This is an optimization exercise on Yosys and OpenROAD, whose aim is small area, a short achievable clock period and few clock cycles per item, not a production implementation.
In this exercise RTL edits were held to simulation tests only and were not proved equivalent to the original.
No activity file was given, so power comes from the tool's default toggle rates.

==> flow/design.v (excerpt) <==
module pixconv (
    input  wire        clk,
    input  wire        rst,
    input  wire        cfg_we,
    input  wire [3:0]  cfg_addr,
    input  wire [25:0] cfg_wdata,
    input  wire        in_valid,
    output wire        in_ready,
    input  wire        in_sof,
    input  wire        in_eol,
    input  wire [11:0] in_c0,
    input  wire [11:0] in_c1,
    input  wire [11:0] in_c2,
    output reg         out_valid,
    output reg  [11:0] out_c0,
    output reg  [11:0] out_c1,
    output reg  [11:0] out_c2,
    output wire [31:0] sig
);
make LEC_CHECK=0 CAP_MARGIN=40 CORE_MARGIN=2 CORE_UTILIZATION=60 PLACE_DENSITY=0.75 SLEW_MARGIN=50 SYNTH_HIERARCHICAL=1 SYNTH_MINIMUM_KEEP_SIZE=0 finish   # period 18.0 ns
run.sh (not shown) runs the stock make flow with config.mk's settings and CLKGATE_MAP_FILE= SYNTH_SCRIPT=/design/flow/synth_recipe.tcl, a recipe that flattens the netlist after the stock synthesis.
Testbench counts at the start, summed over its fixed seeds: cycles 10,155, items 10,123.
Change:
Settings changed: CAP_MARGIN 40 to 50, CORE_UTILIZATION 60 to 40, PLACE_DENSITY 0.75 to 0.6, SLEW_MARGIN 50 to 70.
- wire length came out higher by a little under a tenth
- sequential power hardly moves
- fmax goes up by a few percent
Change:
==> flow/flow/run.sh (new file) <==
#!/bin/bash
# The standard layout (the standard.sh: ORFS synthesis to final layout,
# unchanged), with one change: the port buffers that ORFS's buffer_ports
# inserts on every input and output are sky130_fd_sc_hd__buf_4 instead of
# the slow delay buffer it picks by default.  The make output goes to
# flow_own.log in the work folder; ORFS keeps each step's log under orfs/logs.
set -euo pipefail
W=$(pwd)
cp config.mk config_own.mk
echo 'export BUFFER_PORTS_ARGS = -buffer_cell sky130_fd_sc_hd__buf_4' >> config_own.mk
sed "s#DESIGN_CONFIG=[^ ]*#DESIGN_CONFIG=$W/config_own.mk#" standard.sh > standard_own.sh
grep -q "DESIGN_CONFIG=$W/config_own.mk" standard_own.sh
bash standard_own.sh > flow_own.log 2>&1
==> flow/standard.sh (new file) <==
#!/bin/bash
# synth_recipe.tcl (not shown) runs the flow's synth.tcl, then flattens the netlist and writes it again
# the make line also repeats each setting of config.mk as NAME=value (left out here)
make -C /OpenROAD-flow-scripts/flow DESIGN_CONFIG=/design/flow/config.mk WORK_HOME=/design/flow/orfs CLKGATE_MAP_FILE= SYNTH_SCRIPT=/design/flow/synth_recipe.tcl "${@:-finish}"
removed: flow/run.sh
After rerunning:
- routed wire length rises by 0.57%
- flip-flop and latch count does not change
- clock power falls by about 3%
- fmax rises by 3.2%
Change:
==> flow/run.sh (new file) <==
#!/bin/bash
# synth_recipe.tcl (not shown) runs the flow's synth.tcl, then flattens the netlist and writes it again
# the make line also repeats each setting of config.mk as NAME=value (left out here)
make -C /OpenROAD-flow-scripts/flow DESIGN_CONFIG=/design/flow/config.mk WORK_HOME=/design/flow/orfs CLKGATE_MAP_FILE= SYNTH_SCRIPT=/design/flow/synth_recipe.tcl finish
Settings changed: CAP_MARGIN 50 to 20, SLEW_MARGIN 70 to 20.
removed: flow/flow/run.sh
removed: flow/standard.sh
Effect: Via count shrinks by 1.3%. Core utilization shrinks by 1.5 points. Fmax shrinks by 7.1%. Final area shrinks by 3.3%. Cell count shrinks by 0.92%. Synthesized area does not change. Worst setup slack loses 0.39 ns. Non-clock buffer count shrinks by 96. Die area is unchanged. Routed wire length shrinks by 0.76%.
Change:
==> flow/flow/run.sh (new file) <==
#!/bin/bash
# The standard layout (the standard.sh: ORFS synthesis to final layout,
# unchanged), with one change: the port buffers that ORFS's buffer_ports
# inserts on every input and output are sky130_fd_sc_hd__buf_4 instead of
# the slow delay buffer it picks by default.  The make output goes to
# flow_own.log in the work folder; ORFS keeps each step's log under orfs/logs.
set -euo pipefail
W=$(pwd)
cp config.mk config_own.mk
echo 'export BUFFER_PORTS_ARGS = -buffer_cell sky130_fd_sc_hd__buf_4' >> config_own.mk
sed "s#DESIGN_CONFIG=[^ ]*#DESIGN_CONFIG=$W/config_own.mk#" standard.sh > standard_own.sh
grep -q "DESIGN_CONFIG=$W/config_own.mk" standard_own.sh
bash standard_own.sh > flow_own.log 2>&1
==> flow/standard.sh (new file) <==
#!/bin/bash
# synth_recipe.tcl (not shown) runs the flow's synth.tcl, then flattens the netlist and writes it again
# the make line also repeats each setting of config.mk as NAME=value (left out here)
make -C /OpenROAD-flow-scripts/flow DESIGN_CONFIG=/design/flow/config.mk WORK_HOME=/design/flow/orfs CLKGATE_MAP_FILE= SYNTH_SCRIPT=/design/flow/synth_recipe.tcl "${@:-finish}"
removed: flow/run.sh
The changed run went through all stages and came out clean.
Die area does not change.
First-iteration DRC count came out higher by 16%.
Final cell count barely changes.
Total power hardly moves.
Global-route usage came out higher by 0.11 points.
Sequential power hardly moves.
Synthesized cell count does not change.
Hold slack is better by 0.0058 ns.
Clock-buffer cell count came out higher by 5.

---

Another version of the RTL of pixconv (not shown whole).
Size: ~7,900 cells after synthesis, roughly 750 flip-flops, ~140 I/O pins, about 0.079 mm^2 of cells after synthesis.
==> flow/config.mk <==
export PLATFORM = sky130hd
export DESIGN_NAME = pixconv
export DESIGN_NICKNAME = pixconv
export VERILOG_FILES = /design/flow/design.v
export SDC_FILE = /design/flow/constraint.sdc
export NUM_CORES = 4
export LEC_CHECK = 0
export CAP_MARGIN = 50
export CORE_MARGIN = 2
export CORE_UTILIZATION = 40
export CTS_BUF_LIST = sky130_fd_sc_hd__clkbuf_8
export CTS_CLUSTER_SIZE = 20
export PLACE_DENSITY = 0.6
export SLEW_MARGIN = 70
export SYNTH_HIERARCHICAL = 1
export SYNTH_MINIMUM_KEEP_SIZE = 0
==> flow/constraint.sdc <==
create_clock -name core_clock -period 18.0 [get_ports {clk}]
set_input_delay 3.6000 -clock core_clock [delete_from_list [all_inputs] [get_ports {clk}]]
set_output_delay 3.6000 -clock core_clock [all_outputs]
set_load 0.01 [all_outputs]
standard.sh (not shown) runs the stock make flow with config.mk's settings and CLKGATE_MAP_FILE= SYNTH_SCRIPT=/design/flow/synth_recipe.tcl, a recipe that flattens the netlist after the stock synthesis.
==> flow/flow/run.sh <==
#!/bin/bash
# The standard layout (the standard.sh: ORFS synthesis to final layout,
# unchanged), with one change: the port buffers that ORFS's buffer_ports
# inserts on every input and output are sky130_fd_sc_hd__buf_4 instead of
# the slow delay buffer it picks by default.  The make output goes to
# flow_own.log in the work folder; ORFS keeps each step's log under orfs/logs.
set -euo pipefail
W=$(pwd)
cp config.mk config_own.mk
echo 'export BUFFER_PORTS_ARGS = -buffer_cell sky130_fd_sc_hd__buf_4' >> config_own.mk
sed "s#DESIGN_CONFIG=[^ ]*#DESIGN_CONFIG=$W/config_own.mk#" standard.sh > standard_own.sh
grep -q "DESIGN_CONFIG=$W/config_own.mk" standard_own.sh
bash standard_own.sh > flow_own.log 2>&1
Testbench counts at the start, summed over its fixed seeds: cycles 10,155, items 10,123.
Edit:
CORE_UTILIZATION = 65   (was 40)
CTS_BUF_LIST = unset   (was sky130_fd_sc_hd__clkbuf_8)
CTS_CLUSTER_SIZE = unset   (was 20)
PLACE_DENSITY = 0.7   (was 0.6)
The changed run finished with timing, DRC and antenna clean; routed wire length decreases by a few percent; final area decreases by a few percent; worst setup slack gains 0.22 ns; worst hold slack hardly moves; sequential power is about the same; clock power is about the same; core utilization increases by 26 points; total power decreases by a few percent; area after synthesis does not change; flip-flop and latch count does not change.
Edit:
CORE_UTILIZATION = 55   (was 65)
PLACE_DENSITY = 0.65   (was 0.7)
Sequential share of layout area went down by 0.12 points.
Sequential cell count is unchanged.
Routed wire length went down by 2.7%.
Area after synthesis stays the same.

## separate check: timing with driven ports
The results above use ideal ports. As a check the final layouts listed here were re-extracted and re-timed, cells and wires unchanged. Step 1 sets driving cells, clkbuf_16 on the clock port and buf_2 on the other inputs (assumed; they add their load-dependent delay and slew). Step 2 also shifts input and output timing later by t, the mid clock arrival at the registers, as if the neighbouring blocks saw the same clock. a / b / c = no drivers / after step 1 / after step 2; a / b = the first two.
run	shift t [ns]	setup WS [ns]	worst setup path after step 2
the first run of note 1	0.804	12.668 / 12.668 / 12.395	input to register
the second run of note 1	0.826	12.791 / 12.698 / 12.631	input to register
the third run of note 1	0.827	12.954 / 12.954 / 12.721	input to register
the fourth run of note 1	0.828	12.569 / 12.569 / 12.441	input to register
the fifth run of note 1	0.831	12.350 / 12.350 / 11.875	input to register
the first run of note 2	1.008	12.900 / 12.862 / 12.611	input to register
the second run of note 2	0.793	13.116 / 13.116 / 12.629	input to register
the third run of note 2	0.802	13.104 / 13.104 / 12.724	input to register
After both steps every run listed still meets setup and hold. The setup slack of the second run of note 2, which loses most, moves by 0.000 ns with the drivers and by -0.487 ns with both steps.
